This design comes from an exercise in tuning for small area, a short achievable clock period and few clock cycles per item on the open sky130 flow, not from production work. In this exercise RTL edits were held to simulation tests only and were not proved equivalent to the original.

==> inputs of build 26 <==
==> flow/design.v <==
module sha256_core (
    input  wire         clk,
    input  wire         rst,         
    input  wire         start,
    input  wire         init,
    input  wire [511:0] block,       
    output wire         ready,
    output reg          done,
    output wire [255:0] digest       
);
    localparam [255:0] IV = {32'h6a09e667, 32'hbb67ae85, 32'h3c6ef372, 32'ha54ff53a,
                             32'h510e527f, 32'h9b05688c, 32'h1f83d9ab, 32'h5be0cd19};
    reg [31:0] h0, h1, h2, h3, h4, h5, h6, h7;
    reg [31:0] a, b, c, d, e, f, g, h;
    reg [31:0] w [0:15];             
    reg [6:0]  t;                    
    reg        busy;
    reg        rdy;                  
    reg        use_iv;               
    reg        blk_iv;               
    assign ready  = rdy;
    assign digest = {h0, h1, h2, h3, h4, h5, h6, h7};
    wire [6:0] t_next = busy ? t + 7'd1 : 7'd0;
    reg [31:0] kr;
    always @(*) begin
        case (t[5:0])
            6'd0:  kr = 32'h428a2f98; 6'd1:  kr = 32'h71374491; 6'd2:  kr = 32'hb5c0fbcf; 6'd3:  kr = 32'he9b5dba5;
            6'd4:  kr = 32'h3956c25b; 6'd5:  kr = 32'h59f111f1; 6'd6:  kr = 32'h923f82a4; 6'd7:  kr = 32'hab1c5ed5;
            6'd8:  kr = 32'hd807aa98; 6'd9:  kr = 32'h12835b01; 6'd10: kr = 32'h243185be; 6'd11: kr = 32'h550c7dc3;
            6'd12: kr = 32'h72be5d74; 6'd13: kr = 32'h80deb1fe; 6'd14: kr = 32'h9bdc06a7; 6'd15: kr = 32'hc19bf174;
            6'd16: kr = 32'he49b69c1; 6'd17: kr = 32'hefbe4786; 6'd18: kr = 32'h0fc19dc6; 6'd19: kr = 32'h240ca1cc;
            6'd20: kr = 32'h2de92c6f; 6'd21: kr = 32'h4a7484aa; 6'd22: kr = 32'h5cb0a9dc; 6'd23: kr = 32'h76f988da;
            6'd24: kr = 32'h983e5152; 6'd25: kr = 32'ha831c66d; 6'd26: kr = 32'hb00327c8; 6'd27: kr = 32'hbf597fc7;
            6'd28: kr = 32'hc6e00bf3; 6'd29: kr = 32'hd5a79147; 6'd30: kr = 32'h06ca6351; 6'd31: kr = 32'h14292967;
            6'd32: kr = 32'h27b70a85; 6'd33: kr = 32'h2e1b2138; 6'd34: kr = 32'h4d2c6dfc; 6'd35: kr = 32'h53380d13;
            6'd36: kr = 32'h650a7354; 6'd37: kr = 32'h766a0abb; 6'd38: kr = 32'h81c2c92e; 6'd39: kr = 32'h92722c85;
            6'd40: kr = 32'ha2bfe8a1; 6'd41: kr = 32'ha81a664b; 6'd42: kr = 32'hc24b8b70; 6'd43: kr = 32'hc76c51a3;
            6'd44: kr = 32'hd192e819; 6'd45: kr = 32'hd6990624; 6'd46: kr = 32'hf40e3585; 6'd47: kr = 32'h106aa070;
            6'd48: kr = 32'h19a4c116; 6'd49: kr = 32'h1e376c08; 6'd50: kr = 32'h2748774c; 6'd51: kr = 32'h34b0bcb5;
            6'd52: kr = 32'h391c0cb3; 6'd53: kr = 32'h4ed8aa4a; 6'd54: kr = 32'h5b9cca4f; 6'd55: kr = 32'h682e6ff3;
            6'd56: kr = 32'h748f82ee; 6'd57: kr = 32'h78a5636f; 6'd58: kr = 32'h84c87814; 6'd59: kr = 32'h8cc70208;
            6'd60: kr = 32'h90befffa; 6'd61: kr = 32'ha4506ceb; 6'd62: kr = 32'hbef9a3f7; default: kr = 32'hc67178f2;
        endcase
    end
    function [63:0] csa(input [31:0] x, input [31:0] y, input [31:0] z);
        begin
            csa[63:32] = x ^ y ^ z;
            csa[31:0]  = {((x & y) | (x & z) | (y & z)), 1'b0} ;
        end
    endfunction
    wire [31:0] S1 = {e[5:0], e[31:6]} ^ {e[10:0], e[31:11]} ^ {e[24:0], e[31:25]};
    wire [31:0] CH = (e & f) ^ (~e & g);
    wire [31:0] S0 = {a[1:0], a[31:2]} ^ {a[12:0], a[31:13]} ^ {a[21:0], a[31:22]};
    wire [31:0] MJ = (a & b) ^ (a & c) ^ (b & c);
    wire [63:0] x   = csa(h, kr, w[0]);
    wire [63:0] a1  = csa(S1, CH, S0);
    wire [63:0] a2  = csa(x[63:32], x[31:0], MJ);
    wire [63:0] a3  = csa(a1[63:32], a1[31:0], a2[63:32]);
    wire [63:0] a4  = csa(a3[63:32], a3[31:0], a2[31:0]);
    wire [31:0] a_new = a4[63:32] + a4[31:0];
    wire [63:0] e1  = csa(S1, CH, d);
    wire [63:0] e2  = csa(e1[63:32], e1[31:0], x[63:32]);
    wire [63:0] e3  = csa(e2[63:32], e2[31:0], x[31:0]);
    wire [31:0] e_new = e3[63:32] + e3[31:0];
    wire [31:0] ws0  = {w[1][6:0], w[1][31:7]} ^ {w[1][17:0], w[1][31:18]} ^ (w[1] >> 3);
    wire [31:0] ws1  = {w[14][16:0], w[14][31:17]} ^ {w[14][18:0], w[14][31:19]} ^ (w[14] >> 10);
    wire [63:0] s1c  = csa(w[0], w[9], ws0);
    wire [63:0] s2c  = csa(s1c[63:32], s1c[31:0], ws1);
    wire [31:0] wnew = s2c[63:32] + s2c[31:0];
    reg [31:0] iva, ive;
    always @(*) begin
        case (t[1:0])
            2'd1:    begin iva = IV[159:128]; ive = IV[31:0];   end
            2'd2:    begin iva = IV[191:160]; ive = IV[63:32];  end
            2'd3:    begin iva = IV[223:192]; ive = IV[95:64];  end
            default: begin iva = IV[255:224]; ive = IV[127:96]; end
        endcase
    end
    wire [31:0] fa_sum = (blk_iv ? iva : h3) + a;
    wire [31:0] fe_sum = (blk_iv ? ive : h7) + e;
    wire ivsel = init | use_iv;
    wire rot   = busy & (t >= 7'd61);
    always @(posedge clk) begin
        if (rst) begin
            busy   <= 1'b0;
            rdy    <= 1'b1;
            done   <= 1'b0;
            use_iv <= 1'b1;
        end else begin
            done <= 1'b0;
            if (!busy) begin
                if (start) begin
                    busy   <= 1'b1;
                    rdy    <= 1'b0;
                    use_iv <= 1'b0;
                end
            end else begin
                if (t == 7'd64) begin
                    busy <= 1'b0;
                    rdy  <= 1'b1;
                    done <= 1'b1;
                end
            end
        end
    end
    integer i;
    always @(posedge clk) begin
        t  <= t_next;
        if (!busy) begin
            a <= ivsel ? IV[255:224] : h0;
            b <= ivsel ? IV[223:192] : h1;
            c <= ivsel ? IV[191:160] : h2;
            d <= ivsel ? IV[159:128] : h3;
            e <= ivsel ? IV[127:96]  : h4;
            f <= ivsel ? IV[95:64]   : h5;
            g <= ivsel ? IV[63:32]   : h6;
            h <= ivsel ? IV[31:0]    : h7;
            for (i = 0; i < 16; i = i + 1)
                w[i] <= block[511 - 32*i -: 32];
        end else begin
            a <= a_new;
            b <= a;
            c <= b;
            d <= c;
            e <= e_new;
            f <= e;
            g <= f;
            h <= g;
            for (i = 0; i < 15; i = i + 1)
                w[i] <= w[i + 1];
            w[15] <= wnew;
        end
    end
    always @(posedge clk) begin
        if (!busy)
            blk_iv <= ivsel;
        if (rot) begin
            h0 <= fa_sum; h1 <= h0; h2 <= h1; h3 <= h2;
            h4 <= fe_sum; h5 <= h4; h6 <= h5; h7 <= h6;
        end
    end
endmodule
==> flow/flow/run.sh <==
#!/bin/bash
# The standard layout, with each port buffered by a buf_1 instead of the
# flow's default port buffer, timing repair asked to leave 10.5 ns of setup
# slack so that it sizes the critical paths, and clock tree synthesis with
# larger sink clusters and no dummy loads. The make output is kept in
# flow_make.log.
set -euo pipefail
bash standard.sh "BUFFER_PORTS_ARGS=-buffer_cell sky130_fd_sc_hd__buf_1" SETUP_SLACK_MARGIN=10.5 \
  "CTS_ARGS=-sink_clustering_enable -repair_clock_nets -dont_use_dummy_load -sink_clustering_size 24 -sink_clustering_max_diameter 120" \
  finish > flow_make.log 2>&1
==> flow/standard.sh <==
#!/bin/bash
# synth_recipe.tcl (not shown) runs the flow's synth.tcl, then flattens the netlist and writes it again
# the make line also repeats each setting of config.mk as NAME=value (left out here)
make -C /OpenROAD-flow-scripts/flow DESIGN_CONFIG=/design/flow/config.mk WORK_HOME=/design/flow/orfs CLKGATE_MAP_FILE= SYNTH_SCRIPT=/design/flow/synth_recipe.tcl "${@:-finish}"
==> flow/config.mk <==
export PLATFORM = sky130hd
export DESIGN_NAME = sha256_core
export DESIGN_NICKNAME = sha256_core
export VERILOG_FILES = /design/flow/design.v
export SDC_FILE = /design/flow/constraint.sdc
export NUM_CORES = 4
export LEC_CHECK = 0
export ABC_AREA = 1
export CAP_MARGIN = 20
export CORE_MARGIN = 2
export CORE_UTILIZATION = 40
export PLACE_DENSITY = 0.6
export SLEW_MARGIN = 20
==> flow/constraint.sdc <==
create_clock -name core_clock -period 15.0 [get_ports {clk}]
set_input_delay 3.0000 -clock core_clock [delete_from_list [all_inputs] [get_ports {clk}]]
set_output_delay 3.0000 -clock core_clock [all_outputs]
set_load 0.01 [all_outputs]
==> trial 98: changes against build 26 <==
==> flow/design.v, changed modules only <==
module sha256_core (
    input  wire         clk,
    input  wire         rst,         
    input  wire         start,
    input  wire         init,
    input  wire [511:0] block,       
    output wire         ready,
    output reg          done,
    output wire [255:0] digest       
);
    localparam [255:0] IV = {32'h6a09e667, 32'hbb67ae85, 32'h3c6ef372, 32'ha54ff53a,
                             32'h510e527f, 32'h9b05688c, 32'h1f83d9ab, 32'h5be0cd19};
    reg [31:0] h0, h1, h2, h3, h4, h5, h6, h7;
    reg [31:0] a, b, c, d, e, f, g, h;
    reg [31:0] w [0:15];             
    reg [31:0] kr;                   
    reg [6:0]  t;                    
    reg        busy;
    reg        rdy;                  
    reg        use_iv;               
    assign ready  = rdy;
    assign digest = {h0, h1, h2, h3, h4, h5, h6, h7};
    wire [6:0] t_next = busy ? t + 7'd1 : 7'd0;
    reg [31:0] k_n;
    always @(*) begin
        case (t_next[5:0])
            6'd0:  k_n = 32'h428a2f98; 6'd1:  k_n = 32'h71374491; 6'd2:  k_n = 32'hb5c0fbcf; 6'd3:  k_n = 32'he9b5dba5;
            6'd4:  k_n = 32'h3956c25b; 6'd5:  k_n = 32'h59f111f1; 6'd6:  k_n = 32'h923f82a4; 6'd7:  k_n = 32'hab1c5ed5;
            6'd8:  k_n = 32'hd807aa98; 6'd9:  k_n = 32'h12835b01; 6'd10: k_n = 32'h243185be; 6'd11: k_n = 32'h550c7dc3;
            6'd12: k_n = 32'h72be5d74; 6'd13: k_n = 32'h80deb1fe; 6'd14: k_n = 32'h9bdc06a7; 6'd15: k_n = 32'hc19bf174;
            6'd16: k_n = 32'he49b69c1; 6'd17: k_n = 32'hefbe4786; 6'd18: k_n = 32'h0fc19dc6; 6'd19: k_n = 32'h240ca1cc;
            6'd20: k_n = 32'h2de92c6f; 6'd21: k_n = 32'h4a7484aa; 6'd22: k_n = 32'h5cb0a9dc; 6'd23: k_n = 32'h76f988da;
            6'd24: k_n = 32'h983e5152; 6'd25: k_n = 32'ha831c66d; 6'd26: k_n = 32'hb00327c8; 6'd27: k_n = 32'hbf597fc7;
            6'd28: k_n = 32'hc6e00bf3; 6'd29: k_n = 32'hd5a79147; 6'd30: k_n = 32'h06ca6351; 6'd31: k_n = 32'h14292967;
            6'd32: k_n = 32'h27b70a85; 6'd33: k_n = 32'h2e1b2138; 6'd34: k_n = 32'h4d2c6dfc; 6'd35: k_n = 32'h53380d13;
            6'd36: k_n = 32'h650a7354; 6'd37: k_n = 32'h766a0abb; 6'd38: k_n = 32'h81c2c92e; 6'd39: k_n = 32'h92722c85;
            6'd40: k_n = 32'ha2bfe8a1; 6'd41: k_n = 32'ha81a664b; 6'd42: k_n = 32'hc24b8b70; 6'd43: k_n = 32'hc76c51a3;
            6'd44: k_n = 32'hd192e819; 6'd45: k_n = 32'hd6990624; 6'd46: k_n = 32'hf40e3585; 6'd47: k_n = 32'h106aa070;
            6'd48: k_n = 32'h19a4c116; 6'd49: k_n = 32'h1e376c08; 6'd50: k_n = 32'h2748774c; 6'd51: k_n = 32'h34b0bcb5;
            6'd52: k_n = 32'h391c0cb3; 6'd53: k_n = 32'h4ed8aa4a; 6'd54: k_n = 32'h5b9cca4f; 6'd55: k_n = 32'h682e6ff3;
            6'd56: k_n = 32'h748f82ee; 6'd57: k_n = 32'h78a5636f; 6'd58: k_n = 32'h84c87814; 6'd59: k_n = 32'h8cc70208;
            6'd60: k_n = 32'h90befffa; 6'd61: k_n = 32'ha4506ceb; 6'd62: k_n = 32'hbef9a3f7; default: k_n = 32'hc67178f2;
        endcase
    end
    function [63:0] csa(input [31:0] x, input [31:0] y, input [31:0] z);
        begin
            csa[63:32] = x ^ y ^ z;
            csa[31:0]  = {((x & y) | (x & z) | (y & z)), 1'b0} ;
        end
    endfunction
    wire [31:0] S1 = {e[5:0], e[31:6]} ^ {e[10:0], e[31:11]} ^ {e[24:0], e[31:25]};
    wire [31:0] CH = (e & f) ^ (~e & g);
    wire [31:0] S0 = {a[1:0], a[31:2]} ^ {a[12:0], a[31:13]} ^ {a[21:0], a[31:22]};
    wire [31:0] MJ = (a & b) ^ (a & c) ^ (b & c);
    wire [63:0] x   = csa(h, kr, w[0]);
    wire [63:0] a1  = csa(S1, CH, S0);
    wire [63:0] a2  = csa(x[63:32], x[31:0], MJ);
    wire [63:0] a3  = csa(a1[63:32], a1[31:0], a2[63:32]);
    wire [63:0] a4  = csa(a3[63:32], a3[31:0], a2[31:0]);
    wire [31:0] a_new = a4[63:32] + a4[31:0];
    wire [63:0] e1  = csa(S1, CH, d);
    wire [63:0] e2  = csa(e1[63:32], e1[31:0], x[63:32]);
    wire [63:0] e3  = csa(e2[63:32], e2[31:0], x[31:0]);
    wire [31:0] e_new = e3[63:32] + e3[31:0];
    wire [31:0] ws0  = {w[1][6:0], w[1][31:7]} ^ {w[1][17:0], w[1][31:18]} ^ (w[1] >> 3);
    wire [31:0] ws1  = {w[14][16:0], w[14][31:17]} ^ {w[14][18:0], w[14][31:19]} ^ (w[14] >> 10);
    wire [63:0] s1c  = csa(w[0], w[9], ws0);
    wire [63:0] s2c  = csa(s1c[63:32], s1c[31:0], ws1);
    wire [31:0] wnew = s2c[63:32] + s2c[31:0];
    wire [31:0] fa_sum = h3 + a;
    wire [31:0] fe_sum = h7 + e;
    wire ivsel = init | use_iv;
    wire rot   = busy & (t >= 7'd61);
    wire ivld  = busy & (t == 7'd0) & use_iv;
    always @(posedge clk) begin
        if (rst) begin
            busy   <= 1'b0;
            rdy    <= 1'b1;
            done   <= 1'b0;
            use_iv <= 1'b1;
        end else begin
            done <= 1'b0;
            if (!busy) begin
                if (start) begin
                    busy   <= 1'b1;
                    rdy    <= 1'b0;
                    use_iv <= ivsel;
                end
            end else begin
                if (t == 7'd0)
                    use_iv <= 1'b0;
                if (t == 7'd64) begin
                    busy <= 1'b0;
                    rdy  <= 1'b1;
                    done <= 1'b1;
                end
            end
        end
    end
    integer i;
    always @(posedge clk) begin
        t  <= t_next;
        kr <= k_n;
        if (!busy) begin
            a <= ivsel ? IV[255:224] : h0;
            b <= ivsel ? IV[223:192] : h1;
            c <= ivsel ? IV[191:160] : h2;
            d <= ivsel ? IV[159:128] : h3;
            e <= ivsel ? IV[127:96]  : h4;
            f <= ivsel ? IV[95:64]   : h5;
            g <= ivsel ? IV[63:32]   : h6;
            h <= ivsel ? IV[31:0]    : h7;
            for (i = 0; i < 16; i = i + 1)
                w[i] <= block[511 - 32*i -: 32];
        end else begin
            a <= a_new;
            b <= a;
            c <= b;
            d <= c;
            e <= e_new;
            f <= e;
            g <= f;
            h <= g;
            for (i = 0; i < 15; i = i + 1)
                w[i] <= w[i + 1];
            w[15] <= wnew;
        end
    end
    always @(posedge clk) begin
        if (ivld) begin
            h0 <= IV[255:224]; h1 <= IV[223:192]; h2 <= IV[191:160]; h3 <= IV[159:128];
            h4 <= IV[127:96];  h5 <= IV[95:64];   h6 <= IV[63:32];   h7 <= IV[31:0];
        end else if (rot) begin
            h0 <= fa_sum; h1 <= h0; h2 <= h1; h3 <= h2;
            h4 <= fe_sum; h5 <= h4; h6 <= h5; h7 <= h6;
        end
    end
endmodule
==> flow/run.sh (new file) <==
#!/bin/bash
# synth_recipe.tcl (not shown) runs the flow's synth.tcl, then flattens the netlist and writes it again
# the make line also repeats each setting of config.mk as NAME=value (left out here)
make -C /OpenROAD-flow-scripts/flow DESIGN_CONFIG=/design/flow/config.mk WORK_HOME=/design/flow/orfs CLKGATE_MAP_FILE= SYNTH_SCRIPT=/design/flow/synth_recipe.tcl finish
- CTS_BUF_LIST: unset -> sky130_fd_sc_hd__clkbuf_8
removed: flow/flow/run.sh
removed: flow/standard.sh
==> impl_results.md <==
- Finished Layout Cells: approximately 11000
- DRT Wirelength: 269.7 mm
- Flop-to-flop setup slack: between 9 and 10 ns
- Die X: just under 400 microns
- Layout cell share with drive strength beyond 1: 4.472%
- Status: complete, no violations
- Setup ws final: 9.703 ns
- Detailed placement HPWL: 217.1 mm
Source of the figures above: trial 98

==> impl_results.md <==
- Setup ws final: around 11 ns
- Layout cell share with drive strength beyond 1: approximately 5.6%
- Status: complete, no violations
- CTS Buf Count: 56
- Flop-to-flop setup slack: 10.52 ns
- Detailed placement HPWL: 219.7 mm
Source of the figures above: build 26

Testbench counts of build 26, summed over its fixed seeds: cycles 19,016, blocks 288.
Testbench counts of trial 98, summed over its fixed seeds: cycles 19,016, blocks 288.

[static timing again, ports no longer ideal]
Ports are ideal in the flow. The routed layouts listed here were re-timed in OpenROAD. Step 1, drivers: a clkbuf_16 drives clk and a buf_2 each remaining input, both assumed. Step 2 times the ports against the registers' clock, not the clock port: input delays grow and output delays shrink by t, the midpoint of the rising clock arrivals with the driver on. Slacks: ideal ports / drivers / drivers and shift; pairs: ideal ports / drivers.
| run | t, ns | slack for setup (ns) | worst setup path at the end | worst register clock-pin slew, ns |
|---|---|---|---|---|
| build 26 | 0.774 | 10.512 / 10.422 / 9.904 | input to register | 0.11 / 0.11 |
| trial 98 | 0.983 | 9.703 / 9.622 / 8.788 | input to register | 0.07 / 0.07 |
After both steps every run listed still meets setup and hold. The setup slack of trial 98, which loses most, moves by -0.081 ns with the drivers and by -0.915 ns with both steps.
